This is an optimization exercise on Yosys and OpenROAD, whose aim is small area, a short achievable clock period and few clock cycles per item, not a production implementation. Function was checked by simulation only, so behaviour that the tests miss may differ from the original. Power and IR drop assume default switching activity.

### flow/config.mk
export PLATFORM = sky130hd
export DESIGN_NAME = qmx_unit
export DESIGN_NICKNAME = qmx_unit
export VERILOG_FILES = /design/flow/design.v
export SDC_FILE = /design/flow/constraint.sdc
export NUM_CORES = 4
export LEC_CHECK = 0
export ABC_AREA = 1
export CAP_MARGIN = 20
export CORE_MARGIN = 2
export CORE_UTILIZATION = 40
export CTS_CLUSTER_DIAMETER = 100
export CTS_CLUSTER_SIZE = 30
export SLEW_MARGIN = 20
### flow/constraint.sdc
create_clock -name core_clock -period 18.0 [get_ports {clk}]
set_input_delay 3.6000 -clock core_clock [delete_from_list [all_inputs] [get_ports {clk}]]
set_output_delay 3.6000 -clock core_clock [all_outputs]
set_load 0.01 [all_outputs]
### flow/design.v
module qmx_lane (
    input  wire [17:0] ent,
    input  wire [2:0]  c,          
    input  wire        rz,
    input  wire [8:0]  mxs,
    output wire        we,
    output wire [19:0] word        
);
    function [9:0] sub9(input [8:0] a, input [8:0] b);
        reg [9:0] x, y, g, p, c;
        integer i, s;
        begin
            x = {1'b0, a};
            y = ~{1'b0, b};
            g = x & y;
            p = x ^ y;
            g[0] = g[0] | p[0];                     
            c = g;
            for (s = 1; s < 10; s = s * 2)
                for (i = 9; i >= s; i = i - 1) begin
                    c[i] = c[i] | (p[i] & c[i-s]);
                    p[i] = p[i] & p[i-s];
                end
            sub9 = (x ^ y) ^ {c[8:0], 1'b1};
        end
    endfunction
    function [7:0] inc8(input [7:0] x);
        reg [7:0] a;
        integer i, s;
        begin
            a = x;
            for (s = 1; s < 8; s = s * 2)
                for (i = 7; i >= s; i = i - 1)
                    a[i] = a[i] & a[i-s];
            inc8 = x ^ {a[6:0], 1'b1};
        end
    endfunction
    wire       sgn = ent[17];
    wire [8:0] L   = ent[16:8];
    wire [7:0] F   = ent[7:0];
    wire       f43 = (c == 3'b000), f52 = (c == 3'b001), f32 = (c == 3'b010);
    wire       f23 = (c == 3'b011), f21 = (c == 3'b100);
    wire       is_int = (c == 3'b101);
    wire       nan_blk = (c == 3'b110);
    wire       inf_blk = (c == 3'b111);
    wire       m1  = f21;                   
    wire       m2  = f52 || f32;            
    wire       m3  = f43 || f23;            
    wire [4:0] negc1  = ({5{f43}} & 5'd19) | ({5{f52}} & 5'd4) | ({5{f32}} & 5'd27)
                      | ({5{f23 | f21}} & 5'd31) | ({5{is_int}} & 5'd1);
    wire [7:0] cb     = ({8{f43}} & 8'd27) | ({8{f52}} & 8'd19) | ({8{f32}} & 8'd31)
                      | ({8{f23 | f21 | is_int}} & 8'd33);
    wire [6:0] maxmag = ({7{f43}} & 7'h7E) | ({7{f52}} & 7'h7B) | ({7{f32 | f23}} & 7'h1F)
                      | ({7{f21}} & 7'h07);
    wire [9:0] sh   = sub9(mxs, L);
    wire       shn  = sh[9];                        
    wire       nrm  = !is_int && (shn || sh[8:1] == 8'd0);
    wire       far  = !shn && (sh[8:4] != 5'd0);    
    wire [3:0] s4   = sh[3:0];
    wire [7:0] X    = ({8{is_int}} & {1'b1, F[7:1]})
                    | ({8{m1}} & {5'd0, 1'b1, F[1:0]})
                    | ({8{m2}} & {4'd0, 1'b1, F[2:0]})
                    | ({8{m3}} & {3'd0, 1'b1, F[3:0]});
    wire       s0   = is_int ? F[0] : F[4];
    wire [15:0] xs  = {X, 8'd0} >> s4;
    wire [7:0] n    = far ? 8'd0 : xs[15:8];
    wire       g    = !far && xs[7];
    wire       st   = s0 || (|xs[6:0]);
    wire       up   = !rz && g && (st || n[0]);
    wire       neg  = is_int && sgn;
    wire [7:0] nx   = {8{neg}} ^ n;
    wire [7:0] nx1  = inc8(nx);
    wire [7:0] rn   = (up ^ neg) ? nx1 : nx;
    wire       iovf  = !sgn && (n == 8'h7F) && up;
    wire [7:0] ielem = iovf ? 8'h7F : rn;
    wire [4:0] smag = rn[4:0];
    wire [2:0] mb   = ({3{m1}} & {2'd0, F[1]}) | ({3{m2}} & {1'b0, F[2:1]}) | ({3{m3}} & F[3:1]);
    wire       un   = F[5];
    wire       tov  = F[6];
    wire [3:0] mbr  = {1'b0, mb} + {3'd0, un};
    wire       cy   = (m1 && mbr[1]) || (m2 && mbr[2]) || (m3 && mbr[3]);
    wire [4:0] E    = L[4:0] - mxs[4:0] + 5'd2 + {4'd0, cy};
    wire [6:0] nmag = ({7{m1}} & {1'b0, E, mbr[0]}) | ({7{m2}} & {E, mbr[1:0]})
                    | ({7{m3}} & {E[3:0], mbr[2:0]});
    wire       top  = (sh[4:0] == negc1);           
    wire       fovf = nrm && top && tov;
    wire [6:0] fmag = fovf ? maxmag : nrm ? nmag : {2'd0, smag};
    wire [7:0] felem = ({8{f32 | f23}} & {2'b00, sgn, fmag[4:0]})
                     | ({8{f21}} & {4'd0, sgn, fmag[2:0]})
                     | ({8{f43 | f52}} & {sgn, fmag});
    wire       clamp = is_int ? iovf : (fovf && !rz);
    wire [7:0] elem  = is_int ? ielem : felem;
    wire       lost  = (L != 9'd0) && !nrm && (n == 8'd0) && !up;
    wire [7:0] code  = mxs[7:0] - cb;
    wire       spec  = c[2] && c[1];
    assign we   = (L != 9'h1FF);
    assign word = spec ? {2'b00, inf_blk, nan_blk, 8'hFF, 8'h00}
                       : {clamp, lost, 2'b00, code, elem};
endmodule
module qmx_unit (
    input  wire        clk,
    input  wire        rst_n,       
    input  wire        in_valid,
    output wire        in_ready,
    input  wire [31:0] in_data,     
    input  wire        in_act,      
    input  wire [3:0]  in_fmt,      
    input  wire        in_rz,       
    output wire        out_valid,
    input  wire        out_ready,
    output wire [31:0] out_word,    
    output wire        out_we       
);
    function gt9(input [8:0] a, input [8:0] b);
        reg [9:0] x, y, g, p;
        integer i, s;
        begin
            x = {1'b0, b};
            y = ~{1'b0, a};
            g = x & y;
            p = x ^ y;
            g[0] = g[0] | p[0];
            for (s = 1; s < 10; s = s * 2)
                for (i = 9; i >= s; i = i - 1) begin
                    g[i] = g[i] | (p[i] & g[i-s]);
                    p[i] = p[i] & p[i-s];
                end
            gt9 = (x[9] ^ y[9]) ^ g[8];         
        end
    endfunction
    reg  [4:0]  ph;                 
    reg  [4:0]  q;                  
    reg         in_rdy;             
    reg         d_v;                
    reg  [26:0] d_hi;               
    reg         d_lo;               
    wire [31:0] d_x = {d_hi, 4'd0, d_lo};
    reg         d_act;
    reg  [2:0]  w_f;                
    reg         w_rz;
    reg  [17:0] ring [0:31];
    reg         full;               
    reg  [4:0]  ol;                 
    reg         pend;               
    reg  [2:0]  i_c;  reg i_rz;  reg [8:0] i_mx;                       
    reg  [2:0]  o_c;  reg o_rz;  reg [8:0] o_mx;                       
    reg         s_v;
    reg  [17:0] s_e;
    reg         o_v;
    reg         o_we;
    reg  [19:0] o_w;
    assign in_ready  = in_rdy;
    assign out_valid = o_v;
    assign out_we    = o_we;
    assign out_word  = {12'd0, o_w};
    wire        d_first = (q == 5'd0);
    wire        d_last  = (q == 5'd31);
    wire [7:0]  ex   = d_x[30:23];
    wire [22:0] man  = d_x[22:0];
    wire        nrmx = (ex != 8'd0);
    wire        fin  = (ex != 8'hFF);
    wire        val  = d_act && fin && (nrmx || man != 23'd0);   
    wire        z16  = (man[22:7] == 16'd0);
    wire [22:0] v1   = z16 ? {man[6:0], 16'd0} : man;                   
    wire        z8   = (v1[22:15] == 8'd0);
    wire [14:0] v2   = z8 ? v1[14:0] : v1[22:8];                         
    wire        t2   = z8 ? 1'b0 : (|v1[7:0]);
    wire        z4   = (v2[14:11] == 4'd0);
    wire [10:0] v3   = z4 ? v2[10:0] : v2[14:4];                         
    wire        t3   = t2 | (z4 ? 1'b0 : (|v2[3:0]));
    wire        z2   = (v3[10:9] == 2'd0);
    wire [8:0]  v4   = z2 ? v3[8:0] : v3[10:2];                          
    wire        t4   = t3 | (z2 ? 1'b0 : (|v3[1:0]));
    wire        z1   = !v4[8];
    wire [7:0]  v5   = z1 ? v4[7:0] : v4[8:1];                           
    wire        t5   = t4 | (z1 ? 1'b0 : v4[0]);
    wire [4:0]  lz   = {z16, z8, z4, z2, z1};
    wire [6:0]  fr   = nrmx ? man[22:16] : v5[6:0];
    wire        stk  = nrmx ? (|man[15:0]) : t5;
    wire [2:0]  wf   = w_f;
    wire        wrz  = w_rz;
    reg  [1:0]  wm;
    reg         wint, w43;
    always @* begin
        wint = 1'b0; w43 = 1'b0;
        case (wf)
            3'b000:  begin wm = 2'd3; w43 = 1'b1; end
            3'b001:  begin wm = 2'd2; end
            3'b010:  begin wm = 2'd2; end
            3'b011:  begin wm = 2'd3; end
            3'b100:  begin wm = 2'd1; end
            default: begin wm = 2'd3; wint = 1'b1; end
        endcase
    end
    wire [8:0]  lgc  = nrmx ? ({1'b0, ex} + 9'd32) : (9'd32 - {4'd0, lz});
    reg  [2:0]  w_mb;
    reg         w_g0, w_s0;
    always @* begin
        case (wm)
            2'd1:    begin w_mb = {2'd0, fr[6]};  w_g0 = fr[5]; w_s0 = (|fr[4:0]) | stk; end
            2'd2:    begin w_mb = {1'b0, fr[6:5]}; w_g0 = fr[4]; w_s0 = (|fr[3:0]) | stk; end
            default: begin w_mb = fr[6:4];        w_g0 = fr[3]; w_s0 = (|fr[2:0]) | stk; end
        endcase
    end
    wire        w_ones = (wm == 2'd1) ? w_mb[0] : (wm == 2'd2) ? (&w_mb[1:0]) : (&w_mb);
    wire        w_un   = !wrz && w_g0 && (w_s0 || w_mb[0]);
    wire        w_tov  = (w_un && w_ones) || (w43 && (w_mb[2:1] == 2'b11) && (w_mb[0] || w_un));
    reg  [3:0]  w_lo;
    always @* begin
        case (wm)
            2'd1:    w_lo = {2'd0, w_mb[0], w_g0};
            2'd2:    w_lo = {1'b0, w_mb[1:0], w_g0};
            default: w_lo = {w_mb, w_g0};
        endcase
    end
    wire [7:0]  e_F   = wint ? {fr, stk} : {1'b0, w_tov, w_un, w_s0, w_lo};
    wire [8:0]  e_L   = !d_act ? 9'h1FF : val ? lgc : 9'd0;
    wire [17:0] d_ent = {d_x[31], e_L, e_F};
    reg  [5:0]  w_k;                
    reg  [5:0]  w_fl;               
    always @* begin
        case (wf)
            3'b000:  begin w_k = 6'd19; w_fl = 6'd27; end
            3'b001:  begin w_k = 6'd4;  w_fl = 6'd19; end
            3'b010:  begin w_k = 6'd27; w_fl = 6'd31; end
            3'b011:  begin w_k = 6'd31; w_fl = 6'd33; end
            3'b100:  begin w_k = 6'd31; w_fl = 6'd33; end
            default: begin w_k = 6'd33; w_fl = 6'd33; end
        endcase
    end
    wire [8:0]  d_mxs = (d_act && fin && nrmx) ? ({1'b0, ex} + {3'd0, w_k}) : 9'd0;
    wire        d_nan = d_act && !fin && (man != 23'd0);
    wire        d_inf = d_act && !fin && (man == 23'd0);
    wire       at        = (ph == q);                   
    wire       e_ol_q    = (ol == q);
    wire       e_olm_q   = (ol == q + 5'd1);
    wire       e_ph1_q   = (ph + 5'd1 == q);
    wire       wr        = d_v && at && !(full && e_ol_q) && !(d_first && pend);
    wire       in_fire   = in_valid && in_rdy;
    wire       d_load    = !d_v || wr;
    wire       done      = wr && d_last;                
    wire       o_take    = !o_v || out_ready;           
    wire       s_take    = !s_v || o_take;              
    wire       rd_pre    = (full && (ph + 5'd1 == ol)) || done;
    wire       rd        = rd_pre && s_take;
    wire [8:0] i_base    = d_first ? {3'd0, w_fl} : i_mx;
    wire [8:0] n_mx      = (d_mxs > i_base) ? d_mxs : i_base;
    wire       n_nan     = d_nan || (!d_first && i_c == 3'b110);
    wire       n_inf     = d_inf || (!d_first && i_c == 3'b111);
    wire [2:0] n_c       = n_nan ? 3'b110 : n_inf ? 3'b111 : wf;
    wire       sw        = (done || pend) && s_take;
    wire       xf        = !full || !e_olm_q;
    wire       xb        = !full || !e_ol_q;
    wire       f_t       = done || xf || rd_pre;
    wire       f_f       = !done && xf && !(d_last && pend);
    wire       b_t       = e_ph1_q && (!d_v || xb || rd_pre);
    wire       b_f       = e_ph1_q && (!d_v || (xb && !(d_first && pend)));
    wire       rdy_n     = in_fire ? (s_take ? f_t : f_f) : (s_take ? b_t : b_f);
    always @(posedge clk) begin
        if (!rst_n) begin
            ph       <= 5'd31;
            q        <= 5'd31;
            in_rdy   <= 1'b1;
            d_v      <= 1'b0;
            full     <= 1'b0;
            ol       <= 5'd0;
            pend     <= 1'b0;
            s_v      <= 1'b0;
            o_v      <= 1'b0;
        end else begin
            ph       <= ph + 5'd1;
            if (in_fire) q <= q + 5'd1;
            in_rdy   <= rdy_n;
            d_v      <= in_fire || (d_v && !wr);
            if (done) begin
                full <= 1'b1;
                ol   <= {4'd0, rd};
            end else if (rd) begin
                if (ol == 5'd31) full <= 1'b0;
                ol   <= ol + 5'd1;
            end
            pend     <= (done || pend) && !s_take;
            if (s_take) s_v <= rd_pre;
            if (o_take) o_v <= s_v;
        end
    end
    always @(posedge clk) begin
        if (d_load) begin
            d_hi  <= in_data[31:5];
            d_lo  <= |in_data[4:0];
            d_act <= in_act;
        end
        if (in_fire && q == 5'd31) begin
            w_f  <= {in_fmt[3], in_fmt[1:0]};
            w_rz <= in_rz;
        end
    end
    integer r;
    always @(posedge clk) begin
        ring[0] <= wr ? d_ent : ring[31];
        for (r = 1; r < 32; r = r + 1)
            ring[r] <= ring[r-1];
    end
    always @(posedge clk) begin
        if (wr) begin
            i_c <= n_c;  i_rz <= wrz;  i_mx <= n_mx;
        end
        if (sw) begin
            if (done) begin
                o_c <= n_c;  o_rz <= wrz;  o_mx <= n_mx;
            end else begin
                o_c <= i_c;  o_rz <= i_rz; o_mx <= i_mx;
            end
        end
    end
    wire        l_we;
    wire [19:0] l_w;
    qmx_lane u_lane (
        .ent     (s_e),
        .c       (o_c),
        .rz      (o_rz),
        .mxs     (o_mx),
        .we      (l_we),
        .word    (l_w)
    );
    always @(posedge clk) begin
        if (s_take) s_e <= ring[30];
        if (o_take) begin
            o_we <= l_we;
            o_w  <= l_w;
        end
    end
endmodule
### flow/flow/run.sh
#!/bin/bash
set -euo pipefail
export BUFFER_PORTS_ARGS="-buffer_cell sky130_fd_sc_hd__buf_2"
export SETUP_SLACK_MARGIN=$(cat flow/setup_margin)
bash standard.sh > standard.log 2>&1
### flow/flow/setup_margin
13.2
### flow/standard.sh
#!/bin/bash
# synth_recipe.tcl (not shown) runs the flow's synth.tcl, then flattens the netlist and writes it again
# the make line also repeats each setting of config.mk as NAME=value (left out here)
make -C /OpenROAD-flow-scripts/flow DESIGN_CONFIG=/design/flow/config.mk WORK_HOME=/design/flow/orfs CLKGATE_MAP_FILE= SYNTH_SCRIPT=/design/flow/synth_recipe.tcl "${@:-finish}"
==> results.yml, run 1 <==
run_status:
  status: "complete, no violations"
worst_setup_path:
  cp_slowest_cell: "edfxtp_1"
  path_cells: "buf_2"
  critical_path_arrival_ns: 1.15
  end_kind: "output port"
  crit_type: "reg -> out"
  path_max_fanout: 1
  critPathBufInv: 1
  required_ns: 14.40
  crit_path_max_incr_delay_ns: 0.40
  critPathTopFamily: "flip-flops"
  r2r_start: "o_c[2]"
  start_kind: "register"
  cp-startpoint: "o_w[18]"
timing:
  hold_viol_final: 0
  period_needed_ns: 4.75
  layout_worst_path_cycle_share_pct: 26.4
  skew_ns: 0.0212
  setup_violations: 0
  slew_headroom_pct: 37.9
  clock.fmax_mhz: 211
  setup_tns_ns: 0
  drv_slew: 0
  rsz0062_at_grt: "true"
  worst_pin_slew_ns: 0.931
  fin_hold_ws_ns: 0.317
cells_and_area:
  final_cell_mix: "596 x dfxtp_1, 285 x nand2_1, 165 x inv_1"
  antenna_cells: 0
  final_core_util_pct: 43.9
  areaGrowthSynthToFinish_pct: 9.00
  layout-drive-gt1-share_pct: 9.98
  fin_cells: 2543
  nets: 1947
  final_common_cell: "dfxtp_1"
drt:
  viasPerCell: 4.48
  drtPass1Iterations: 5
  final_antenna_net_count: 0
  first_iter_violations: 585
  wl_per_cell_um: 13.8
  wl_um: 35100
  via_count: 11400
  remaining_drc_errors: 0
grt:
  grt_pass1_wl_um: 57100
  track_usage_pct: 13.3
  grtUsageMet3_pct: 2.21
  met1_usage_pct: 19.7
  antenna_found_initial: 1
  use_met2_pct: 20.2
  grt_max_degree: 32
  grt_overflow: 0
  grt_pass1_vias: 10800
  grt_busiest_layer: "met2"
synth:
  syn_area_per_cell_um2: 11.6
  ys_seq_area_share_pct: 72.2
  syn_inst: 1775
  ys_seq_elements: 695
  ys_async_sr_fraction_pct: 0
  synth_ff_type: "dfxtp_1"
  yosys_warnings: 3
  syn_area_mm2: 0.0206
  ys_types: 62
  synth_edf_count: 98
pwr:
  ir_worst_vdd_mv: 0.0699
  finalPower_mw: 2.63
  power.density_mw_per_mm2: 117
  leakage_nw: 9.46
job:
  drv_cap: 0
place:
  place_hpwl_um: 25300
  io_buffers: 63
  dp_cells: 2498
  gp_congestion: 0.868
clock_tree:
  cts-root-buf: "clkbuf_16"
  clkSlewWorstSetupHoldPaths_ns: 0.12
  cts_tree: "yes"
  cts_buffer_depth: 3
  htreeDepth: 1
  hold_buffers: 0
  numCtsBuffers: 27
  clk_latency_ns: 0.62
  cts_sinks: 695
die:
  coreArea_mm2: 0.0512
  num_io_pins: 77
  std_cell_rows: 83
  die_x_um: 231
  initial_core_util_pct: 40.3
  dieArea_mm2: 0.0534
  die_height_um: 231
worst_hold_path:
  min_path_type: "reg -> reg"
  hold_start: "ring[23][10]"
what timing repair did:
action | 4_1_cts | 5_1_grt
gates cloned | 1 | 0
resized for setup | 1 | 2
pin swaps | 0 | 0
hold endpoints to repair | 0 | 0
setup endpoints to repair | 3 | 16
buffers inserted | 0 | 2
synth_stat cells (11+ instances only):
library cell  count  area, µm²
dfxtp_1         597      12000
nand2_1         287       1080
inv_1           168        631
nor2_1          103        387
edfxtp_1         98       2940
o21ai_0          72        360
nand3_1          60        300
a21oi_1          57        285
ha_1             51        638
xor2_1           26        228
nand2_2          25        156
nor3_1           19       95.1
nand4_1          17        106
o21ai_1          16       80.1
o211ai_1         14        105
buf_4            12       90.1
clkbuf_1         11       41.3
inv_2            11       41.3
cells by family (layout without fill, tap and decap cells):
group / Yosys count / in the layout / synth area share (%)
AO/OA/AOI/OAI: 213 / 213 / 6.15
XOR/XNOR: 34 / 34 / 1.44
adder cells (fa/ha/maj): 55 / 55 / 3.48
buffers and inverters: 215 / 292 / 4.30
flip-flops: 695 / 695 / 72.2
multiplexers: 1 / 1 / 0.0485
other: 1 / 12 / 0.0182
AND/OR/NAND/NOR: 561 / 561 / 12.4
per-stage QoR:
stage / setup WS (ns) / area, µm²
global placement: 12.37 / 21700
detailed placement: 12.36 / 21700
CTS: 13.20 / 22500
finish: 13.25 / 22500
global route: 13.19 / 22500
floorplan: 12.93 / 20700
worst paths after layout:
path	end	slack (ns)	depth (start not counted)
max	out_word[18]	13.25	1
min	ring[24][10]	0.32	0
max reg2reg	o_w[5]	13.67	20
min reg2reg	ring[24][10]	0.32	0
sequential cells by signal, indices dropped and copies added, names as in the netlist, 3 cells and up:
register	count
ring	576
d_hi	27
o_w	20
s_e	18
i_mx	9
o_mx	9
ol	5
ph	5
q	5
i_c	3
o_c	3
w_f	3
per-layer routing:
metal	vias to the layer above	share of wire (%)
met5	-	0
met4	0	2.4
met3	47	4.5
met2	208	41
met1	5265	52
li1	5881	-
cell type report:
type	count	area [µm²]
fillers	4734	28700
inverters	183	696
repair inverters	1	5.00
well taps	680	851
multi-input cells	876	4950
clock inverters	4	42.5
clock buffers	38	717
flip-flops and latches	695	14900
repair buffers	66	338
where the power goes:
group / leakage (nW) / switching [mW] / total [mW] / internal (mW)
Combinational: 3.24 / 0.122 / 0.183 / 0.0613
Sequential: 5.86 / 0.0396 / 1.73 / 1.69
Clock: 0.366 / 0.437 / 0.721 / 0.284
Testbench counts, summed over its fixed seeds: cycles 33,040, blocks 1,024.
==> inputs of run 2 (changes only) <==
--- a/flow/config.mk
+++ b/flow/config.mk
@@ -11,4 +11,4 @@
 export CORE_UTILIZATION = 40
 export CTS_CLUSTER_DIAMETER = 100
-export CTS_CLUSTER_SIZE = 30
+export CTS_CLUSTER_SIZE = 20
 export SLEW_MARGIN = 20
==> run 2 against run 1 <==
Still clean; non-clock buffer count unchanged; register-to-register slack hardly changed; sequential power about the same; critical endpoint unchanged; largest cell class unchanged.
==> results.yml, run 2 <==
run_status:
  status: "complete, no violations"
timing:
  rsz0062_at_grt: "false"
  setup_tns_ns: 0
  setup_violations: 0
  layout_worst_path_cycle_share_pct: 26.3
  worst_pin_slew_ns: 0.948
  period_needed_ns: 4.73
  hold_viol_final: 0
  skew_ns: 0.0333
  clock.fmax_mhz: 211
  slew_headroom_pct: 36.7
  finalWorstSetupSlack_ns: 13.27
  drv_slew: 0
  fin_hold_ws_ns: 0.301
place:
  place_hpwl_um: 25300
  post-place-ws_ns: 12.36
  io_buffers: 63
  place_area_mm2: 0.0217
  gp_congestion: 0.868
drt:
  via_count: 11500
  wl_per_cell_um: 13.9
  wl_um: 35500
  final_antenna_net_count: 0
  first_iter_violations: 611
  viasPerCell: 4.48
  drtPass1Iterations: 5
  remaining_drc_errors: 0
worst_hold_path:
  min_path_type: "reg -> reg"
worst_setup_path:
  crit_type: "reg -> out"
  end_kind: "output port"
  start_kind: "register"
  crit_path_max_incr_delay_ns: 0.39
  critical_path_arrival_ns: 1.13
  critPathBufInv: 1
  path_max_fanout: 1
  path_cells: "buf_2"
  critPathTopFamily: "flip-flops"
  required_ns: 14.40
  cp_slowest_cell: "edfxtp_1"
synth:
  ys_seq_elements: 695
  syn_area_per_cell_um2: 11.6
  ys_seq_area_share_pct: 72.2
  ys_async_sr_fraction_pct: 0
  syn_area_mm2: 0.0206
  synth_ff_type: "dfxtp_1"
  yosys_warnings: 3
  syn_inst: 1775
  synth_edf_count: 98
  synth_top_area_cell: "dfxtp_1"
  yosysTopAreaCellShare_pct: 57.9
  ys_types: 62
  synth.most_common_cell: "dfxtp_1"
  synthTopCellsByCount: "597 x dfxtp_1, 287 x nand2_1, 168 x inv_1"
  synth_area_leaders: "dfxtp_1 58%, edfxtp_1 14%, nand2_1 5.2%, ha_1 3.1%, inv_1 3.1%"
die:
  num_io_pins: 77
  die_height_um: 231
  die_x_um: 231
  initial_core_util_pct: 40.3
  coreArea_mm2: 0.0512
  dieArea_mm2: 0.0534
  std_cell_rows: 83
cells_and_area:
  nets: 1961
  areaGrowthSynthToFinish_pct: 11.0
  largest_reg_flops: 576
  final_cell_mix: "596 x dfxtp_1, 285 x nand2_1, 165 x inv_1"
  final_common_cell: "dfxtp_1"
  regMostFlops: "ring"
  layout-drive-gt1-share_pct: 10.7
  final_core_util_pct: 44.7
  layout.cell_area.non_filler_mm2: 0.0229
  nFillCells: 4700
  reg_top3: "ring (576), d_hi (27), o_w (20)"
  antenna_cells: 0
grt:
  met1_usage_pct: 19.7
  grt_overflow: 0
  grt_max_degree: 30
  grt_pass1_wl_um: 58000
  use_met2_pct: 20.6
  antenna_found_initial: 1
  grtUsageMet3_pct: 3.05
  grt_pass1_vias: 11100
  grt_busiest_layer: "met2"
  track_usage_pct: 13.6
job:
  drv_cap: 0
clock_tree:
  htreeDepth: 2
  cts_buffer_depth: 3
  numCtsBuffers: 41
  cts_tree: "yes"
  clkSlewWorstSetupHoldPaths_ns: 0.08
  clk_latency_ns: 0.59
  cts-root-buf: "clkbuf_16"
  cts_sinks: 695
  hold_buffers: 0
pwr:
  power.density_mw_per_mm2: 123
  leakage_nw: 9.66
  ir_worst_vdd_mv: 0.0786
[run 2: worst paths after layout]
kind | start | end | slack, ns | depth (start not counted)
setup / recovery | o_w[18] | out_word[18] | 13.27 | 1
hold / removal | ring[11][6] | ring[12][6] | 0.30 | 0
hold reg to reg | ring[11][6] | ring[12][6] | 0.30 | 0
setup reg to reg | o_c[2] | o_w[5] | 13.68 | 20
[run 2: final cells by class]
type / count / area [µm²] / area share (%)
inverters: 183 / 696 / 3.04
well taps: 680 / 851 / 3.71
flip-flops and latches: 695 / 14900 / 65.0
repair inverters: 1 / 5.00 / 0.0219
multi-input cells: 876 / 4950 / 21.6
clock inverters: 5 / 66.3 / 0.290
clock buffers: 56 / 1100 / 4.82
repair buffers: 66 / 338 / 1.47
[run 2: repair_timing]
action	CTS	global route
gates cloned	1	0
resized for setup	1	2
buffers inserted	2	0
endpoints found under the hold margin	0	0
endpoints found under the setup margin	3	15
[run 2: per-stage QoR]
stage | std cells | power (mW)
after floorplan | 1786 | 1.89
after detailed placement | 2498 | 1.95
after global routing | 2562 | 2.96
after global placement | 2498 | 1.94
after CTS | 2562 | 2.86
final | 2562 | 2.82
[run 2: cell families after synthesis]
| logic type | after synthesis | synth area share (%) |
|---|---|---|
| compound gates | 213 | 6.15 |
| xor+xnor | 34 | 1.44 |
| fa+ha+maj | 55 | 3.48 |
| buf+inv | 215 | 4.30 |
| flops | 695 | 72.2 |
| mux | 1 | 0.0485 |
| other cells | 1 | 0.0182 |
| simple gates | 561 | 12.4 |
[run 2: power by group]
group          internal (mW)  switching, mW
Combinational         0.0613          0.122
Clock                  0.434          0.472
Sequential              1.69         0.0397
Total                   2.18          0.634
[run 2: routing by layer]
| layer | routed length (µm) | vias up |
|---|---|---|
| met3 | 1980 | 55 |
| met1 | 18200 | 5275 |
| met2 | 14600 | 244 |
| li1 | - | 5916 |
| met5 | 0 | - |
| met4 | 753 | 0 |
==> inputs of run 3 (changes only) <==
--- a/flow/config.mk
+++ b/flow/config.mk
@@ -11,4 +11,4 @@
 export CORE_UTILIZATION = 40
 export CTS_CLUSTER_DIAMETER = 100
-export CTS_CLUSTER_SIZE = 20
+export CTS_CLUSTER_SIZE = 24
 export SLEW_MARGIN = 20
==> run 3 against run 2 <==
Flip-flop and latch count unchanged; sequential power about the same; synthesized area unchanged; worst hold slack improved by 0.018 ns; combinational power about the same; final cell count decreased by 0.39%; synthesized cell count unchanged; design area decreased by 0.69%; die area unchanged; global-route usage decreased by 0.14 points; via count decreased by 0.13%; critical endpoint unchanged; largest power group unchanged; highest routed layer unchanged.
==> results.yml, run 3 <==
synth:
  syn_area_mm2: 0.0206
  yosysTopAreaCellShare_pct: 57.9
  ys_async_sr_fraction_pct: 0
  synth_edf_count: 98
  synth_top_area_cell: "dfxtp_1"
  synth.most_common_cell: "dfxtp_1"
  synth_ff_type: "dfxtp_1"
  yosys_warnings: 3
  ys_types: 62
  syn_inst: 1775
  synth_area_leaders: "dfxtp_1 58%, edfxtp_1 14%, nand2_1 5.2%, ha_1 3.1%, inv_1 3.1%"
  ys_seq_elements: 695
  syn_area_per_cell_um2: 11.6
  ys_seq_area_share_pct: 72.2
  synthTopCellsByCount: "597 x dfxtp_1, 287 x nand2_1, 168 x inv_1"
timing:
  hold_viol_final: 0
  setup_tns_ns: 0
  worst_pin_slew_ns: 0.935
  period_needed_ns: 4.68
  finalWorstSetupSlack_ns: 13.32
  skew_ns: 0.0178
  slew_headroom_pct: 37.6
  rsz0062_at_grt: "false"
  setup_violations: 0
  drv_slew: 0
  clock.fmax_mhz: 213
  layout_worst_path_cycle_share_pct: 26.0
grt:
  grt_max_degree: 30
  grt_pass1_vias: 11000
  grt_pass1_wl_um: 57500
  antenna_found_initial: 1
  track_usage_pct: 13.5
  grt_overflow: 0
pwr:
  leakage_nw: 9.59
  power.density_mw_per_mm2: 121
  ir_worst_vdd_mv: 0.0746
worst_setup_path:
  path_max_fanout: 1
  reg2reg_slack_ns: 13.65
  critical_path_arrival_ns: 1.08
  crit_path_max_incr_delay_ns: 0.39
  end_kind: "output port"
  crit_type: "reg -> out"
  path_cells: "buf_2"
  rr_worst_depth: 20
  start_kind: "register"
  critPathTopFamily: "flip-flops"
  r2r_start: "o_c[2]"
  rr_endpoint: "o_w[5]"
  cp_slowest_cell: "edfxtp_1"
  required_ns: 14.40
  critPathBufInv: 1
drt:
  viasPerCell: 4.50
  drtPass1Iterations: 5
  wl_per_cell_um: 13.8
  final_antenna_net_count: 0
  first_iter_violations: 568
  wl_um: 35200
  remaining_drc_errors: 0
  via_count: 11500
worst_hold_path:
  min_to: "ring[11][11]"
  hold_start: "ring[10][11]"
  hold_path_depth: 0
  min_path_type: "reg -> reg"
clock_tree:
  cts_sinks: 695
  cts_buffer_depth: 3
  hold_buffers: 0
  clkSlewWorstSetupHoldPaths_ns: 0.09
  htreeDepth: 2
  cts-root-buf: "clkbuf_16"
  numCtsBuffers: 35
  clk_latency_ns: 0.56
  cts_tree: "yes"
run_status:
  status: "complete, no violations"
cells_and_area:
  areaGrowthSynthToFinish_pct: 10.2
  reg_top3: "ring (576), d_hi (27), o_w (20)"
  antenna_cells: 0
  nets: 1955
  final_common_cell: "dfxtp_1"
  fin_cells: 2552
  layout.cell_area.non_filler_mm2: 0.0227
  largest_reg_flops: 576
  final_cell_mix: "596 x dfxtp_1, 285 x nand2_1, 165 x inv_1"
  layout-drive-gt1-share_pct: 10.6
  regMostFlops: "ring"
  nFillCells: 4706
die:
  coreArea_mm2: 0.0512
  dieArea_mm2: 0.0534
  die_x_um: 231
  num_io_pins: 77
  std_cell_rows: 83
  initial_core_util_pct: 40.3
  die_height_um: 231
job:
  drv_cap: 0
place:
  place_area_mm2: 0.0217
  dp_cells: 2498
  post-place-ws_ns: 12.36
  gp_congestion: 0.868
  place_hpwl_um: 25300
  io_buffers: 63
run 3: cell counts after synthesis:
Identical to the previous run, type by type.
run 3: routing by layer:
| metal | part of all wire, % | wire, µm | vias up | track usage, % |
|---|---|---|---|---|
| met5 | 0 | 0 | - | 0 |
| met4 | 2.2 | 761 | 0 | 4.25 |
| met3 | 5.1 | 1800 | 48 | 2.36 |
| met2 | 42 | 14600 | 261 | 20.4 |
| met1 | 51 | 18000 | 5272 | 19.7 |
| li1 | - | - | 5894 | - |
run 3: power breakdown:
| group | internal (mW) | switching (mW) |
|---|---|---|
| clock network | 0.382 | 0.452 |
| registers | 1.69 | 0.0397 |
| logic | 0.0613 | 0.122 |
run 3: cell families (layout without fill, tap and decap cells):
group	count (synthesis)	in the layout	synth area share, %
flip-flops	695	695	72.2
multiplexers	1	1	0.0485
XOR/XNOR	34	34	1.44
AO/OA/AOI/OAI	213	213	6.15
adder cells (fa/ha/maj)	55	55	3.48
other	1	12	0.0182
AND/OR/NAND/NOR	561	561	12.4
buffers and inverters	215	301	4.30
run 3: cell type report:
type / instances / area (µm²) / share of cell area [%]
multi-input combinational: 876 / 4950 / 21.8
sequential: 695 / 14900 / 65.5
clock inverter: 5 / 51.3 / 0.226
clock buffer: 46 / 961 / 4.22
timing repair inverter: 1 / 5.00 / 0.0220
timing repair buffer: 66 / 338 / 1.49
inverter: 183 / 696 / 3.06
tap: 680 / 851 / 3.74
run 3: per-stage QoR:
step	total power, mW	util [%]	hold WS (ns)
after floorplan	1.89	-	0.310
after global placement	1.94	42.4	0.310
after detailed placement	1.95	42.4	0.312
after CTS	2.79	44.4	0.314
after global routing	2.88	44.4	0.332
final	2.75	44.4	0.319
run 3: repair_timing:
| item | CTS | global route |
|---|---|---|
| pin swaps | 0 | 0 |
| setup buffers | 2 | 0 |
| endpoints found under the setup margin | 2 | 16 |
| cloned | 1 | 0 |
| resized for setup | 0 | 3 |
run 3: worst max path at each step:
| stage | startpoint | endpoint | slack, ns | cells after the start |
|---|---|---|---|---|
| after floorplan | out_ready | in_rdy | 12.93 | 9 |
| after global placement | out_ready | in_rdy | 12.37 | 10 |
| after detailed placement | out_ready | in_rdy | 12.36 | 10 |
| after CTS | o_v | out_valid | 13.20 | 1 |
| after global routing | o_w[18] | out_word[18] | 13.26 | 1 |
| final | o_w[18] | out_word[18] | 13.32 | 1 |
==> inputs of run 4 (changes only) <==
--- a/flow/config.mk
+++ b/flow/config.mk
@@ -10,5 +10,5 @@
 export CORE_MARGIN = 2
 export CORE_UTILIZATION = 40
-export CTS_CLUSTER_DIAMETER = 100
+export CTS_CLUSTER_DIAMETER = 70
 export CTS_CLUSTER_SIZE = 24
 export SLEW_MARGIN = 20
==> run 4 against run 3 <==
Largest cell class unchanged; still clean; critical endpoint is now out_valid; non-clock buffer count unchanged; register-to-register slack about the same; utilization rose by 0.53 points; synthesized area unchanged; global-route usage hardly changed; total power grew 4.4%; count of clock-buffer cells in the layout is 2 higher; critical path type unchanged; final cell count is 0.47% higher; setup slack worse by 0.016 ns.
==> results.yml, run 4 <==
worst_setup_path:
  rr_endpoint: "o_w[5]"
  r2r_start: "o_c[2]"
  end_kind: "output port"
  cp_slowest_cell: "dfxtp_2"
  rr_worst_depth: 20
  required_ns: 14.40
  crit_path_max_incr_delay_ns: 0.38
  crit_type: "reg -> out"
  reg2reg_slack_ns: 13.65
  critPathTopFamily: "flip-flops"
  critical_path_arrival_ns: 1.10
  critPathBufInv: 1
  path_max_fanout: 2
  cp-startpoint: "o_v"
  start_kind: "register"
  cp_num_cells: 1
  path_cells: "buf_2"
  cp-endpoint: "out_valid"
drt:
  remaining_drc_errors: 0
  drtPass1Iterations: 5
  first_iter_violations: 680
  viasPerCell: 4.47
  via_count: 11500
  wl_um: 35200
  wl_per_cell_um: 13.7
  final_antenna_net_count: 0
die:
  std_cell_rows: 83
  die_height_um: 231
  initial_core_util_pct: 40.3
  dieArea_mm2: 0.0534
  coreArea_mm2: 0.0512
  die_x_um: 231
  num_io_pins: 77
cells_and_area:
  regMostFlops: "ring"
  reg_top3: "ring (576), d_hi (27), o_w (20)"
  final_common_cell: "dfxtp_1"
  final_cell_mix: "596 x dfxtp_1, 285 x nand2_1, 165 x inv_1"
  nFillCells: 4684
  antenna_cells: 0
  layout-drive-gt1-share_pct: 11.3
  largest_reg_flops: 576
  areaGrowthSynthToFinish_pct: 11.5
  nets: 1961
timing:
  setup_tns_ns: 0
  drv_slew: 0
  layout_worst_path_cycle_share_pct: 26.1
  hold_viol_final: 0
  period_needed_ns: 4.70
  slew_headroom_pct: 37.5
  rsz0062_at_grt: "false"
  worst_pin_slew_ns: 0.937
  skew_ns: 0.0291
  clock.fmax_mhz: 213
  setup_violations: 0
clock_tree:
  cts_buffer_depth: 3
  cts-root-buf: "clkbuf_16"
  clk_latency_ns: 0.58
  cts_tree: "yes"
  numCtsBuffers: 41
  htreeDepth: 2
  hold_buffers: 0
  cts_sinks: 695
  clkSlewWorstSetupHoldPaths_ns: 0.09
grt:
  grt_pass1_vias: 11100
  antenna_found_initial: 1
  grt_pass1_wl_um: 57500
  track_usage_pct: 13.5
  grt_max_degree: 30
  grt_overflow: 0
synth:
  syn_area_mm2: 0.0206
  synth_ff_type: "dfxtp_1"
  ys_seq_elements: 695
  ys_async_sr_fraction_pct: 0
  yosys_warnings: 3
  synth_top_area_cell: "dfxtp_1"
  syn_inst: 1775
  synth_edf_count: 98
  ys_seq_area_share_pct: 72.2
  yosysTopAreaCellShare_pct: 57.9
  syn_area_per_cell_um2: 11.6
  ys_types: 62
  synthTopCellsByCount: "597 x dfxtp_1, 287 x nand2_1, 168 x inv_1"
  synth.most_common_cell: "dfxtp_1"
  synth_area_leaders: "dfxtp_1 58%, edfxtp_1 14%, nand2_1 5.2%, ha_1 3.1%, inv_1 3.1%"
pwr:
  leakage_nw: 9.71
  power.density_mw_per_mm2: 125
  finalPower_mw: 2.87
  ir_worst_vdd_mv: 0.0828
place:
  io_buffers: 63
  place_hpwl_um: 25300
  gp_congestion: 0.868
job:
  drv_cap: 0
run_status:
  status: "complete, no violations"
worst_hold_path:
  hold_path_depth: 0
  min_path_type: "reg -> reg"
==> run 4: cell counts after synthesis <==
No cell type changed its count.
==> run 4: final cells by class <==
class | instances | area, µm² | share of cell area, %
clock buffers | 48 | 1070 | 4.66
clock inverters | 15 | 210 | 0.913
inverters | 183 | 696 | 3.02
multi-input cells | 876 | 4950 | 21.5
flip-flops and latches | 695 | 14900 | 64.7
well taps | 680 | 851 | 3.70
repair buffers | 66 | 338 | 1.47
repair inverters | 1 | 5.00 | 0.0217
==> run 4: worst min path at each step <==
stage | from | endpoint | slack [ns]
after floorplan | ring[9][0] | ring[10][0] | 0.31
after global placement | ring[6][15] | ring[7][15] | 0.31
after detailed placement | ring[24][4] | ring[25][4] | 0.31
after CTS | ring[16][11] | ring[17][11] | 0.31
after global routing | ring[9][1] | ring[10][1] | 0.32
final | ring[16][11] | ring[17][11] | 0.31
==> run 4: routing by layer <==
metal  track usage [%]  part of all wire, %
met1              19.5                   51
met2              20.3                   41
met3              2.49                  4.9
met4              4.80                  2.6
met5                 0                    0
==> run 4: metrics by stage <==
stage	hold WS (ns)	util, %	area [µm²]	cells	setup WS, ns
final	0.311	45.0	23000	2564	13.30
after global routing	0.316	45.0	23000	2564	13.24
after CTS	0.308	44.9	23000	2562	13.19
after detailed placement	0.312	42.4	21700	2498	12.36
after global placement	0.310	42.4	21700	2498	12.37
after floorplan	0.310	-	20700	1786	12.93
==> run 4: kinds of logic after synthesis <==
| family | count (synthesis) | share of synthesized area [%] |
|---|---|---|
| flip-flops | 695 | 72.2 |
| AND/OR/NAND/NOR | 561 | 12.4 |
| buffers and inverters | 215 | 4.30 |
| AO/OA/AOI/OAI | 213 | 6.15 |
| adder cells (fa/ha/maj) | 55 | 3.48 |
| XOR/XNOR | 34 | 1.44 |
| other | 1 | 0.0182 |
| multiplexers | 1 | 0.0485 |
==> run 4: worst register-to-register path, cell delays in order, from the launching register on <==
cell and delay (ns):
edfxtp_1 0.48, inv_2 0.16, nor2_1 0.57, nor2_1 0.09
ha_1 0.24, ha_1 0.19, xor2_1 0.20, nand2_1 0.07
o211ai_1 0.09, inv_1 0.07, ha_1 0.26, inv_1 0.05
ha_1 0.15, inv_1 0.05, fa_1 0.39, o21ai_0 0.22
xnor2_1 0.18, o221ai_1 0.17, o21ai_0 0.16, o21ai_0 0.13
nand3b_1 0.18
==> run 4: power by group <==
part	switching (mW)	internal [mW]
Sequential	0.0397	1.69
Combinational	0.122	0.0613
Clock	0.505	0.450
Total	0.666	2.20
==> run 4: repair_timing <==
action                     4_1_cts  5_1_grt
setup buffers                    0        2
setup endpoints to repair        3       15
cloned                           1        0
gates resized for setup          1        2
pin swaps                        0        0
==> inputs of run 5 (changes only) <==
==> flow/flow/run.sh (replaced) <==
#!/bin/bash
set -euo pipefail
rm -rf scripts_local
cp -r "$FLOW_HOME/scripts" scripts_local
cp flow/abc_area.script scripts_local/abc_area.script
export SCRIPTS_DIR="$PWD/scripts_local"
export BUFFER_PORTS_ARGS="-buffer_cell sky130_fd_sc_hd__buf_2"
export SETUP_SLACK_MARGIN=$(cat flow/setup_margin)
bash standard.sh > standard.log 2>&1
==> flow/flow/abc_area.script (new file) <==
strash
dc2
dch -f
amap
strash
dch -f
amap
topo
stime -c
buffer -c
upsize -c
dnsize -c
--- a/flow/config.mk
+++ b/flow/config.mk
@@ -10,5 +10,5 @@
 export CORE_MARGIN = 2
 export CORE_UTILIZATION = 40
-export CTS_CLUSTER_DIAMETER = 70
+export CTS_CLUSTER_DIAMETER = 100
 export CTS_CLUSTER_SIZE = 24
 export SLEW_MARGIN = 20
==> run 5 against run 4 <==
Final cell count down 10%; synthesized area is 3.4% lower; total power shrank 5.3%.
==> results.yml, run 5 <==
cells_and_area:
  reg_top3: "ring (576), d_hi (27), o_w (20)"
  nFillCells: 4509
  antenna_cells: 0
  final_cell_mix: "597 x dfxtp_1, 140 x nor2_1, 106 x inv_1"
  largest_reg_flops: 576
  final_common_cell: "dfxtp_1"
  nets: 1721
  fin_cells: 2304
  regMostFlops: "ring"
  layout-drive-gt1-share_pct: 13.4
  areaGrowthSynthToFinish_pct: 11.7
  final_core_util_pct: 45.4
worst_setup_path:
  critical_path_arrival_ns: 1.13
  path_cells: "buf_2"
  critPathBufInv: 1
  path_max_fanout: 1
  critPathTopFamily: "flip-flops"
  start_kind: "register"
  crit_type: "reg -> out"
  cp_slowest_cell: "edfxtp_1"
  crit_path_max_incr_delay_ns: 0.41
  end_kind: "output port"
  required_ns: 14.40
pwr:
  power.density_mw_per_mm2: 122
  leakage_nw: 8.91
  p_sw_mw: 0.597
  combPwrFrac_pct: 5.9
  ir_worst_vdd_mv: 0.0860
  intPower_mw: 2.12
  seqPwrFrac_pct: 63.1
  p_clk_share_pct: 30.9
  swShare_pct: 22.0
place:
  place_hpwl_um: 24300
  dp_cells: 2234
  io_buffers: 63
  post-place-ws_ns: 12.72
  gp_congestion: 0.855
timing:
  rsz0062_at_grt: "true"
  slew_headroom_pct: 47.6
  setup_violations: 0
  layout_worst_path_cycle_share_pct: 26.3
  setup_tns_ns: 0
  period_needed_ns: 4.73
  drv_slew: 0
  hold_viol_final: 0
  clock.fmax_mhz: 212
  finalWorstSetupSlack_ns: 13.27
  worst_pin_slew_ns: 0.785
  skew_ns: 0.0225
run_status:
  status: "complete, no violations"
grt:
  grt_overflow: 0
  grt_max_degree: 31
  track_usage_pct: 13.8
  grt_pass1_vias: 10400
  grt_pass1_wl_um: 55500
  antenna_found_initial: 0
clock_tree:
  cts_tree: "yes"
  hold_buffers: 0
  cts_sinks: 695
  htreeDepth: 2
  cts_buffer_depth: 3
  cts-root-buf: "clkbuf_16"
  numCtsBuffers: 35
  clkSlewWorstSetupHoldPaths_ns: 0.09
  clk_latency_ns: 0.57
synth:
  syn_inst: 1521
  ys_types: 89
  synth_edf_count: 98
  synthTopCellsByCount: "597 x dfxtp_1, 147 x nor2_1, 108 x inv_1"
  yosysTopAreaCellShare_pct: 60.0
  yosys_warnings: 3
  synth_area_leaders: "dfxtp_1 60%, edfxtp_1 15%, ha_1 3.2%, nor2_1 2.8%, inv_1 2.0%"
  synth_ff_type: "dfxtp_1"
  synth.most_common_cell: "dfxtp_1"
  syn_area_per_cell_um2: 13.1
  synth_top_area_cell: "dfxtp_1"
  ys_seq_elements: 695
  ys_seq_area_share_pct: 74.7
  syn_area_mm2: 0.0199
  ys_async_sr_fraction_pct: 0
die:
  num_io_pins: 77
  coreArea_mm2: 0.0491
  die_height_um: 227
  die_x_um: 227
  dieArea_mm2: 0.0516
  initial_core_util_pct: 40.6
  std_cell_rows: 81
job:
  drv_cap: 0
drt:
  viasPerCell: 4.66
  wl_per_cell_um: 15.2
  via_count: 10700
  drtPass1Iterations: 6
  wl_um: 35000
  remaining_drc_errors: 0
  first_iter_violations: 574
  final_antenna_net_count: 0
worst_hold_path:
  min_path_type: "reg -> reg"
-- run 5: power groups by stage --
| stage | Sequential [mW] | Clock (mW) | Combinational [mW] |
|---|---|---|---|
| after floorplan | 1.73 | 0 | 0.115 |
| after global placement | 1.75 | 0 | 0.155 |
| after detailed placement | 1.75 | 0 | 0.155 |
| after CTS | 1.72 | 0.877 | 0.157 |
| after global routing | 1.73 | 0.929 | 0.181 |
| final | 1.71 | 0.839 | 0.161 |
-- run 5: worst register-to-register path: stages (launching register included) --
cell      delay (ns)
edfxtp_1        0.47
or3_4           0.44
nor4b_4         0.34
inv_4           0.14
o21ai_4         0.19
nor4_4          0.08
buf_4           0.15
a21oi_1         0.23
nand2_1         0.13
nor3_4          0.21
buf_4           0.15
buf_4           0.15
a21o_4          0.17
nor2_8          0.06
o22ai_1         0.29
o22ai_1         0.14
a21oi_2         0.18
inv_2           0.08
a221oi_2        0.28
and2b_1         0.22
a221oi_2        0.08
a32o_1          0.24
-- run 5: cells by family after synthesis --
family | Yosys count | share of synthesized area [%]
buffers and inverters | 156 | 3.35
AOI/OAI and AO/OA | 291 | 10.6
and+or+nand+nor | 323 | 7.67
other | 1 | 0.0188
adders and majority gates | 55 | 3.60
DFF | 695 | 74.7
-- run 5: final cells by class --
| class | count | area (µm²) | share of cell area (%) |
|---|---|---|---|
| inverters | 127 | 490 | 2.20 |
| well taps | 664 | 831 | 3.73 |
| multi-input cells | 682 | 4550 | 20.4 |
| clock inverters | 4 | 57.6 | 0.259 |
| repair buffers | 83 | 478 | 2.15 |
| flip-flops and latches | 695 | 14900 | 66.9 |
| clock buffers | 49 | 960 | 4.31 |
-- run 5: path summary, 6_finish.rpt --
| kind | start | to | slack [ns] | cells after the start |
|---|---|---|---|---|
| max | o_w[15] | out_word[15] | 13.27 | 1 |
| min | ring[8][14] | ring[9][14] | 0.32 | 0 |
| max reg2reg | d_hi[13] | ring[0][5] | 13.48 | 21 |
| min reg2reg | ring[8][14] | ring[9][14] | 0.32 | 0 |
-- run 5: metrics by stage --
| stage | cell area, µm² | hold WS, ns | power (mW) |
|---|---|---|---|
| floorplan | 20000 | 0.310 | 1.85 |
| global placement | 21000 | 0.310 | 1.90 |
| detailed placement | 21000 | 0.312 | 1.90 |
| CTS | 22000 | 0.321 | 2.75 |
| global route | 22300 | 0.330 | 2.83 |
| finish | 22300 | 0.319 | 2.71 |
-- run 5: repair_timing --
item | 4_1_cts | 5_1_grt
setup endpoints to repair | 14 | 28
resized for setup | 4 | 30
pin swaps | 2 | 8
endpoints found under the hold margin | 0 | 0
setup buffers | 5 | 11
gates cloned | 0 | 1
-- run 5: metal layers --
layer  up-vias  track usage (%)  wire, µm  share of wire, %
met2       224             21.0     14800                42
li1       5412                -         -                 -
met5         -                0         0                 0
met4         0             3.29       568               1.6
met1      5070             19.9     17900                51
met3        39             3.07      1770               5.1
==> inputs of run 6 (changes only) <==
==> flow/flow/abc_area.script (replaced) <==
strash
dc2
dch -f
amap
strash
dch -f
amap
topo
buffer -c
==> run 6 against run 5 <==
Design area up 1.2%; clock skew is 0.0036 ns higher; non-clock buffer count is 26 higher; routed wire length increased by 0.65%; register-to-register slack lost 0.12 ns; largest power group unchanged.
==> results.yml, run 6 <==
worst_setup_path:
  end_kind: "output port"
  start_kind: "register"
  r2r_start: "d_hi[12]"
  crit_path_max_incr_delay_ns: 0.41
  required_ns: 14.40
  critPathTopFamily: "flip-flops"
  reg2reg_slack_ns: 13.36
  critical_path_arrival_ns: 1.14
  critPathBufInv: 1
  cp-startpoint: "o_w[15]"
  path_cells: "buf_2"
  path_max_fanout: 1
  rr_worst_depth: 20
  cp_num_cells: 1
  rr_endpoint: "ring[0][5]"
  cp-endpoint: "out_word[15]"
  cp_slowest_cell: "edfxtp_1"
  crit_type: "reg -> out"
cells_and_area:
  fin_cells: 2327
  nFillCells: 4364
  final_cell_mix: "597 x dfxtp_1, 143 x nor2_1, 109 x inv_1"
  areaGrowthSynthToFinish_pct: 13.3
  layout-drive-gt1-share_pct: 17.6
  antenna_cells: 0
  largest_reg_flops: 576
  final_core_util_pct: 46.0
  regMostFlops: "ring"
  nets: 1746
  final_common_cell: "dfxtp_1"
  reg_top3: "ring (576), d_hi (27), o_w (20)"
grt:
  met1_usage_pct: 20.5
  antenna_found_initial: 1
  grtUsageMet3_pct: 2.72
  grt_max_degree: 31
  grt_overflow: 0
  grt_busiest_layer: "met1"
  use_met2_pct: 20.2
  grt_pass1_wl_um: 56000
  grt_pass1_vias: 10400
  track_usage_pct: 13.9
timing:
  layout_worst_path_cycle_share_pct: 26.3
  rsz0062_at_grt: "true"
  slew_headroom_pct: 49.2
  setup_violations: 0
  hold_viol_final: 0
  period_needed_ns: 4.74
  skew_ns: 0.0261
  setup_tns_ns: 0
  drv_slew: 0
  worst_pin_slew_ns: 0.761
  finalWorstSetupSlack_ns: 13.26
  clock.fmax_mhz: 211
synth:
  synthTopCellsByCount: "597 x dfxtp_1, 154 x nor2_1, 117 x inv_1"
  ys_types: 60
  ys_async_sr_fraction_pct: 0
  synth_ff_type: "dfxtp_1"
  ys_seq_elements: 695
  syn_inst: 1521
  syn_area_per_cell_um2: 13.1
  ys_seq_area_share_pct: 74.9
  synth.most_common_cell: "dfxtp_1"
  synth_area_leaders: "dfxtp_1 60%, edfxtp_1 15%, ha_1 3.2%, nor2_1 2.9%, inv_1 2.2%"
  yosys_warnings: 3
  synth_top_area_cell: "dfxtp_1"
  yosysTopAreaCellShare_pct: 60.1
  syn_area_mm2: 0.0199
  synth_edf_count: 98
die:
  coreArea_mm2: 0.0490
  std_cell_rows: 81
  die_height_um: 227
  dieArea_mm2: 0.0515
  die_x_um: 227
  num_io_pins: 77
  initial_core_util_pct: 40.6
clock_tree:
  cts-root-buf: "clkbuf_16"
  clkSlewWorstSetupHoldPaths_ns: 0.09
  cts_buffer_depth: 3
  cts_sinks: 695
  hold_buffers: 0
  numCtsBuffers: 35
  cts_tree: "yes"
  htreeDepth: 2
  clk_latency_ns: 0.57
place:
  dp_cells: 2237
  place_hpwl_um: 24200
  post-place-ws_ns: 12.27
  gp_congestion: 0.869
  io_buffers: 63
drt:
  first_iter_violations: 720
  via_count: 10900
  wl_per_cell_um: 15.1
  drtPass1Iterations: 5
  wl_um: 35200
  final_antenna_net_count: 0
  remaining_drc_errors: 0
  viasPerCell: 4.70
worst_hold_path:
  min_path_type: "reg -> reg"
pwr:
  leakage_nw: 9.03
  ir_worst_vdd_mv: 0.0858
  power.density_mw_per_mm2: 120
job:
  drv_cap: 0
run_status:
  status: "complete, no violations"
## run 6: cell types whose count changed in the layout (fill, tap and decap cells not counted), moves of 4 or more
cell,previous run,this run
or3_2,0,5
buf_4,19,45
o22a_2,3,23
a21o_2,0,4
and2b_2,0,6
o22a_1,20,0
or3_1,4,0
## run 6: metal layers
layer | part of all wire [%] | wire length, µm
met1 | 51 | 18000
met2 | 42 | 14700
met3 | 4.9 | 1710
met4 | 2.4 | 831
met5 | 0 | 0
## run 6: repair_timing
item / CTS / global route
endpoints found under the hold margin: 0 / 0
endpoints found under the setup margin: 27 / 28
pin swaps: 6 / 19
buffers inserted: 15 / 24
gates resized for setup: 47 / 58
## run 6: logic make-up (layout without fill, tap and decap cells)
group | after synthesis | after routing | share of synthesized area, %
AND/OR/NAND/NOR | 323 | 323 | 7.26
flip-flops | 695 | 695 | 74.9
AO/OA/AOI/OAI | 291 | 291 | 10.1
other | 1 | 12 | 0.0189
buffers and inverters | 156 | 287 | 4.08
adder cells (fa/ha/maj) | 55 | 55 | 3.61
## run 6: power by group
part / internal (mW) / switching, mW
sequential: 1.68 / 0.0349
clock: 0.373 / 0.451
combinational: 0.0658 / 0.104
## run 6: how the worst min path moves through the flow
stage	slack, ns	start	to	cells after the start
4_1_cts	0.32	ring[24][2]	ring[25][2]	0
3_5_place_dp	0.31	ring[3][15]	ring[4][15]	0
2_1_floorplan	0.31	ring[9][0]	ring[10][0]	0
3_3_place_gp	0.31	ring[6][17]	ring[7][17]	0
5_1_grt	0.32	ring[20][11]	ring[21][11]	0
6_report	0.32	ring[4][0]	ring[5][0]	0
## run 6: cell type report
class | instances | area, µm² | share of cell area (%)
clock buffers | 46 | 938 | 4.17
clock inverters | 5 | 53.8 | 0.239
inverters | 127 | 489 | 2.17
multi-input cells | 681 | 4650 | 20.6
flip-flops and latches | 695 | 14900 | 66.1
well taps | 664 | 831 | 3.69
repair buffers | 109 | 664 | 2.95
## run 6: worst register-to-register path, stage by stage, from the launching register on
cell	delay, ns
edfxtp_1	0.43
or3_4	0.45
or3_2	0.49
nor4_4	0.36
buf_6	0.18
clkinvlp_4	0.16
o21ai_2	0.21
nor3_2	0.08
buf_4	0.17
nand2_1	0.10
nand2_1	0.14
nor2_4	0.25
inv_4	0.10
o22ai_4	0.19
o22ai_2	0.10
a21oi_2	0.15
inv_1	0.12
a221oi_2	0.33
and2b_2	0.22
a221oi_2	0.07
a32o_1	0.25
## run 6: metrics by stage
step | power [mW] | area (µm²) | hold slack, ns
floorplan | 1.85 | 20000 | 0.310
global placement | 1.90 | 20800 | 0.310
detailed placement | 1.90 | 20800 | 0.312
CTS | 2.73 | 22100 | 0.317
global route | 2.84 | 22500 | 0.324
finish | 2.71 | 22500 | 0.316
==> inputs of run 7 (changes only) <==
==> flow/flow/abc_area.script (replaced) <==
strash
dc2
dch -f
amap
strash
dch -f
amap
==> run 7 against run 6 <==
Global-route usage is 0.14 points lower; synthesized area shrank 1.7%; die area decreased by 1.7%; clock skew grew 0.0032 ns; setup slack better by 0.050 ns; final cell count is 2.2% lower; still clean on timing, DRC and antenna; total power grew 0.40%; routed wire length decreased by 1.5%; critical path depth stayed put; flip-flop and latch count unchanged; worst hold slack worse by 0.0030 ns.
==> results.yml, run 7 <==
run_status:
  status: "complete, no violations"
clock_tree:
  cts_buffer_depth: 3
  hold_buffers: 0
  cts-root-buf: "clkbuf_16"
  cts_tree: "yes"
  htreeDepth: 2
  cts_sinks: 695
  numCtsBuffers: 35
  clk_latency_ns: 0.57
  clkSlewWorstSetupHoldPaths_ns: 0.09
cells_and_area:
  largest_reg_flops: 576
  final_common_cell: "dfxtp_1"
  final_core_util_pct: 46.6
  nets: 1740
  regMostFlops: "ring"
  areaGrowthSynthToFinish_pct: 14.3
  antenna_cells: 0
  layout-drive-gt1-share_pct: 13.6
  final_cell_mix: "597 x dfxtp_1, 139 x nor2_1, 111 x clkinv_1"
  reg_top3: "ring (576), d_hi (27), o_w (20)"
synth:
  ys_async_sr_fraction_pct: 0
  synth_area_leaders: "dfxtp_1 61%, edfxtp_1 15%, ha_1 3.3%, nor2_1 3.0%, clkinv_1 2.4%"
  ys_seq_elements: 695
  synth_top_area_cell: "dfxtp_1"
  synth_ff_type: "dfxtp_1"
  synth.most_common_cell: "dfxtp_1"
  synthTopCellsByCount: "597 x dfxtp_1, 154 x nor2_1, 127 x clkinv_1"
  synthAdderAreaFrac_pct: 3.68
  ys_types: 53
  syn_area_mm2: 0.0195
  syn_inst: 1504
  yosys.area_share.simple_pct: 7.16
  yosys_warnings: 3
  synth_mux_area_share_pct: 0
  synth_top_family_by_area: "compound AO/OA/AOI/OAI gates"
  synth_compound_area_share_pct: 10.0
  synth-xor-area-share_pct: 0
  ys_seq_area_share_pct: 76.2
  yosysTopAreaCellShare_pct: 61.2
  syn_area_per_cell_um2: 13.0
  synth_edf_count: 98
drt:
  wl_per_cell_um: 15.3
  final_antenna_net_count: 0
  first_iter_violations: 629
  remaining_drc_errors: 0
  wl_um: 34700
  drtPass1Iterations: 5
  via_count: 10900
  viasPerCell: 4.78
die:
  die_x_um: 225
  std_cell_rows: 80
  dieArea_mm2: 0.0506
  die_height_um: 225
  initial_core_util_pct: 40.8
  coreArea_mm2: 0.0479
  num_io_pins: 77
timing:
  period_needed_ns: 4.69
  drv_slew: 0
  rsz0062_at_grt: "true"
  layout_worst_path_cycle_share_pct: 26.0
  worst_pin_slew_ns: 0.698
  setup_tns_ns: 0
  fin_hold_ws_ns: 0.313
  clock.fmax_mhz: 213
  hold_viol_final: 0
  skew_ns: 0.0293
  setup_violations: 0
  slew_headroom_pct: 53.2
job:
  drv_cap: 0
worst_setup_path:
  r2r_start: "d_hi[12]"
  rr_worst_depth: 21
  reg2reg_slack_ns: 13.47
  required_ns: 14.40
  path_max_fanout: 1
  critPathBufInv: 1
  critical_path_arrival_ns: 1.09
  path_cells: "buf_2"
  crit_path_max_incr_delay_ns: 0.38
  start_kind: "register"
  rr_endpoint: "ring[0][6]"
  critPathTopFamily: "flip-flops"
  end_kind: "output port"
  cp_slowest_cell: "edfxtp_1"
  crit_type: "reg -> out"
grt:
  track_usage_pct: 13.7
  grt_busiest_layer: "met1"
  use_met2_pct: 20.1
  grtUsageMet3_pct: 2.23
  met1_usage_pct: 20.6
  grt_max_degree: 31
  grt_pass1_vias: 10300
  grt_overflow: 0
  grt_pass1_wl_um: 55000
  antenna_found_initial: 0
worst_hold_path:
  hold_path_depth: 0
  min_to: "ring[25][2]"
  hold_start: "ring[24][2]"
  min_path_type: "reg -> reg"
place:
  io_buffers: 63
  gp_congestion: 0.852
  place_hpwl_um: 23800
pwr:
  leakage_nw: 8.59
  power.density_mw_per_mm2: 122
  ir_worst_vdd_mv: 0.0727
==> run 7: cell types whose count changed in the layout (fill, tap and decap cells not counted), moves of 6 or more <==
cell,before,now
or2_2,6,0
o22a_1,0,23
or3_1,0,6
or2_0,0,6
inv_1,109,0
clkinv_1,5,111
o22a_2,23,0
and2b_2,6,0
==> run 7: area by class of cell <==
type / count / area [µm²]
Inverter: 127 / 504
Fill cell: 4250 / 25600
Tap cell: 615 / 769
Multi-Input combinational cell: 681 / 4550
Sequential cell: 695 / 14900
Timing Repair Buffer: 103 / 616
Clock buffer: 48 / 925
Clock inverter: 6 / 90.1
==> run 7: per-stage QoR <==
step / instances / setup slack, ns / power [mW] / instance area, µm²
finish: 2275 / 13.31 / 2.72 / 22300
global route: 2275 / 13.10 / 2.84 / 22300
CTS: 2256 / 13.23 / 2.74 / 21900
detailed placement: 2187 / 11.88 / 1.90 / 20700
global placement: 2187 / 11.77 / 1.89 / 20700
floorplan: 1515 / 13.04 / 1.84 / 19600
==> run 7: worst max-delay path by stage <==
| stage | from | to | slack (ns) | cells past startpoint |
|---|---|---|---|---|
| floorplan | out_ready | ol[3] | 13.04 | 9 |
| global placement | d_hi[12] | ring[0][5] | 11.77 | 18 |
| detailed placement | d_hi[12] | ring[0][5] | 11.88 | 18 |
| CTS | o_mx[0] | o_w[6] | 13.23 | 28 |
| global route | o_mx[0] | o_w[6] | 13.10 | 28 |
| finish | o_we | out_we | 13.31 | 1 |
==> run 7: kinds of logic after synthesis <==
| group | count (synthesis) |
|---|---|
| compound gates | 291 |
| fa+ha+maj | 55 |
| flops | 695 |
| other cells | 1 |
| buf+inv | 139 |
| simple gates | 323 |
==> run 7: power breakdown <==
part	switching [mW]	total (mW)	internal [mW]
clock	0.456	0.838	0.382
sequential	0.0357	1.71	1.68
combinational	0.104	0.166	0.0627
==> run 7: layer usage <==
metal | routed length [µm] | vias up
met5 | 0 | -
met4 | 690 | 0
met3 | 1540 | 45
met2 | 14600 | 235
met1 | 17900 | 5118
li1 | - | 5466
==> run 7: timing repair <==
item	CTS	global route
pin swaps	7	14
buffers inserted	15	19
gates resized for setup	50	64
setup endpoints to repair	38	29
==> inputs of run 8 (changes only) <==
--- a/flow/config.mk
+++ b/flow/config.mk
@@ -10,4 +10,5 @@
 export CORE_MARGIN = 2
 export CORE_UTILIZATION = 40
+export CTS_BUF_LIST = sky130_fd_sc_hd__clkbuf_8 sky130_fd_sc_hd__clkbuf_16
 export CTS_CLUSTER_DIAMETER = 100
 export CTS_CLUSTER_SIZE = 24
==> run 8 against run 7 <==
Still clean on timing, DRC and antenna; utilization unchanged; via count is essentially flat; final cell count stayed put; synthesized cell count did not move; count of clock-buffer cells in the layout is 13 lower; setup slack barely moved; global-route usage unchanged; sequential share of layout area stayed put; design area stayed put; synthesized area is the same; largest power group unchanged.
==> results.yml, run 8 <==
place:
  place_area_mm2: 0.0207
  io_buffers: 63
  gp_congestion: 0.852
  dp_cells: 2187
  post-place-ws_ns: 11.88
cells_and_area:
  final_cell_mix: "597 x dfxtp_1, 139 x nor2_1, 111 x clkinv_1"
  largest_reg_flops: 576
  antenna_cells: 0
  nFillCells: 4250
  areaGrowthSynthToFinish_pct: 14.3
  reg_top3: "ring (576), d_hi (27), o_w (20)"
  fin_cells: 2275
  nets: 1740
clock_tree:
  clkSlewWorstSetupHoldPaths_ns: 0.09
  cts_tree: "yes"
  numCtsBuffers: 35
  cts-root-buf: "clkbuf_16"
  cts_sinks: 695
  clk_latency_ns: 0.57
timing:
  setup_tns_ns: 0
  finalWorstSetupSlack_ns: 13.31
  rsz0062_at_grt: "true"
  setup_violations: 0
  drv_slew: 0
  period_needed_ns: 4.69
  skew_ns: 0.0263
  slew_headroom_pct: 53.2
  fin_hold_ws_ns: 0.315
  hold_viol_final: 0
job:
  drv_cap: 0
run_status:
  status: "complete, no violations"
grt:
  grt_max_degree: 31
  use_met2_pct: 20.1
  met1_usage_pct: 20.6
  grt_pass1_vias: 10300
pwr:
  ir_worst_vdd_mv: 0.0712
  power.density_mw_per_mm2: 121
  leakage_nw: 8.64
  finalPower_mw: 2.71
drt:
  via_count: 10900
  first_iter_violations: 617
  remaining_drc_errors: 0
  viasPerCell: 4.78
  drtPass1Iterations: 5
worst_hold_path:
  min_path_type: "reg -> reg"
  min_to: "ring[25][2]"
synth:
  syn_area_mm2: 0.0195
  yosys_warnings: 3
  synth_top_area_cell: "dfxtp_1"
  synth_area_leaders: "dfxtp_1 61%, edfxtp_1 15%, ha_1 3.3%, nor2_1 3.0%, clkinv_1 2.4%"
  ys_types: 53
  synth.most_common_cell: "dfxtp_1"
  syn_inst: 1504
  syn_area_per_cell_um2: 13.0
  ys_seq_elements: 695
  ys_seq_area_share_pct: 76.2
worst_setup_path:
  critical_path_arrival_ns: 1.09
  rr_endpoint: "ring[0][5]"
  path_cells: "buf_2"
  required_ns: 14.40
  critPathTopFamily: "flip-flops"
  crit_type: "reg -> out"
  rr_worst_depth: 19
  critPathBufInv: 1
  crit_path_max_incr_delay_ns: 0.38
  path_max_fanout: 1
  cp_slowest_cell: "edfxtp_1"
die:
  num_io_pins: 77
  initial_core_util_pct: 40.8
  dieArea_mm2: 0.0506
  coreArea_mm2: 0.0479
-- run 8: cell count changes in the layout (fill, tap and decap cells not counted), sizes merged --
cell / previous run / this run
inv: 11 / 24
clkbuf: 48 / 35
-- run 8: where the power goes --
| group | internal, mW | switching, mW | total, mW |
|---|---|---|---|
| combinational | 0.0627 | 0.104 | 0.166 |
| clock | 0.375 | 0.456 | 0.831 |
| sequential | 1.68 | 0.0357 | 1.71 |
| total | 2.12 | 0.595 | 2.71 |
-- run 8: per-layer routing --
metal	vias to the layer above	part of all wire [%]
li1	5470	-
met1	5108	51
met4	0	2.0
met2	242	42
met3	45	4.5
met5	-	0
-- run 8: worst max path at each step --
stage | from | to | slack, ns | cells after the start
after floorplan | out_ready | ol[3] | 13.04 | 9
after global placement | d_hi[12] | ring[0][5] | 11.77 | 18
after detailed placement | d_hi[12] | ring[0][5] | 11.88 | 18
after CTS | o_mx[0] | o_w[6] | 13.23 | 28
after global routing | o_mx[0] | o_w[6] | 13.10 | 28
final | o_we | out_we | 13.31 | 1
-- run 8: worst register-to-register path: stages, from the launching register on --
cell and delay, ns:
edfxtp_1 0.42, or3_1 0.44, nor4b_4 0.36, inv_4 0.11
o21ai_4 0.19, nor4_4 0.09, buf_4 0.15, a21oi_2 0.22
nand2_1 0.14, nor3_4 0.26, clkinv_4 0.16, o21ai_4 0.23
a31oi_2 0.16, or2_4 0.31, o221ai_2 0.29, o21a_1 0.15
nor2_1 0.04, nor3_1 0.35, a221oi_2 0.14, a32o_1 0.25
-- run 8: area by class of cell --
class,instances,area (µm²),area share [%]
repair buffers,103,616,2.76
inverters,127,504,2.26
well taps,615,769,3.44
clock buffers,35,876,3.92
flip-flops and latches,695,14900,66.7
multi-input cells,681,4550,20.3
clock inverters,19,139,0.622
-- run 8: cell families (layout without fill, tap and decap cells) --
| group | after synthesis | count (layout) | synth area share [%] |
|---|---|---|---|
| fa+ha+maj | 55 | 55 | 3.68 |
| simple gates | 323 | 323 | 7.16 |
| other cells | 1 | 12 | 0.0192 |
| buf+inv | 139 | 284 | 2.90 |
| compound gates | 291 | 291 | 10.0 |
| flops | 695 | 695 | 76.2 |
-- run 8: repair_timing --
action | 4_1_cts | 5_1_grt
setup endpoints to repair | 38 | 29
setup buffers | 15 | 19
pin swaps | 7 | 14
endpoints found under the hold margin | 0 | 0
gates resized for setup | 50 | 64
hold buffers | 0 | 0
gates cloned | 0 | 0

Check on run 8: ideal ports give 13.314 ns setup slack; a clkbuf_16 on the clock port and buf_2 on the inputs give 13.258 ns; moving port delays by the midpoint clock arrival (0.609 ns) as well gives 12.840 ns.
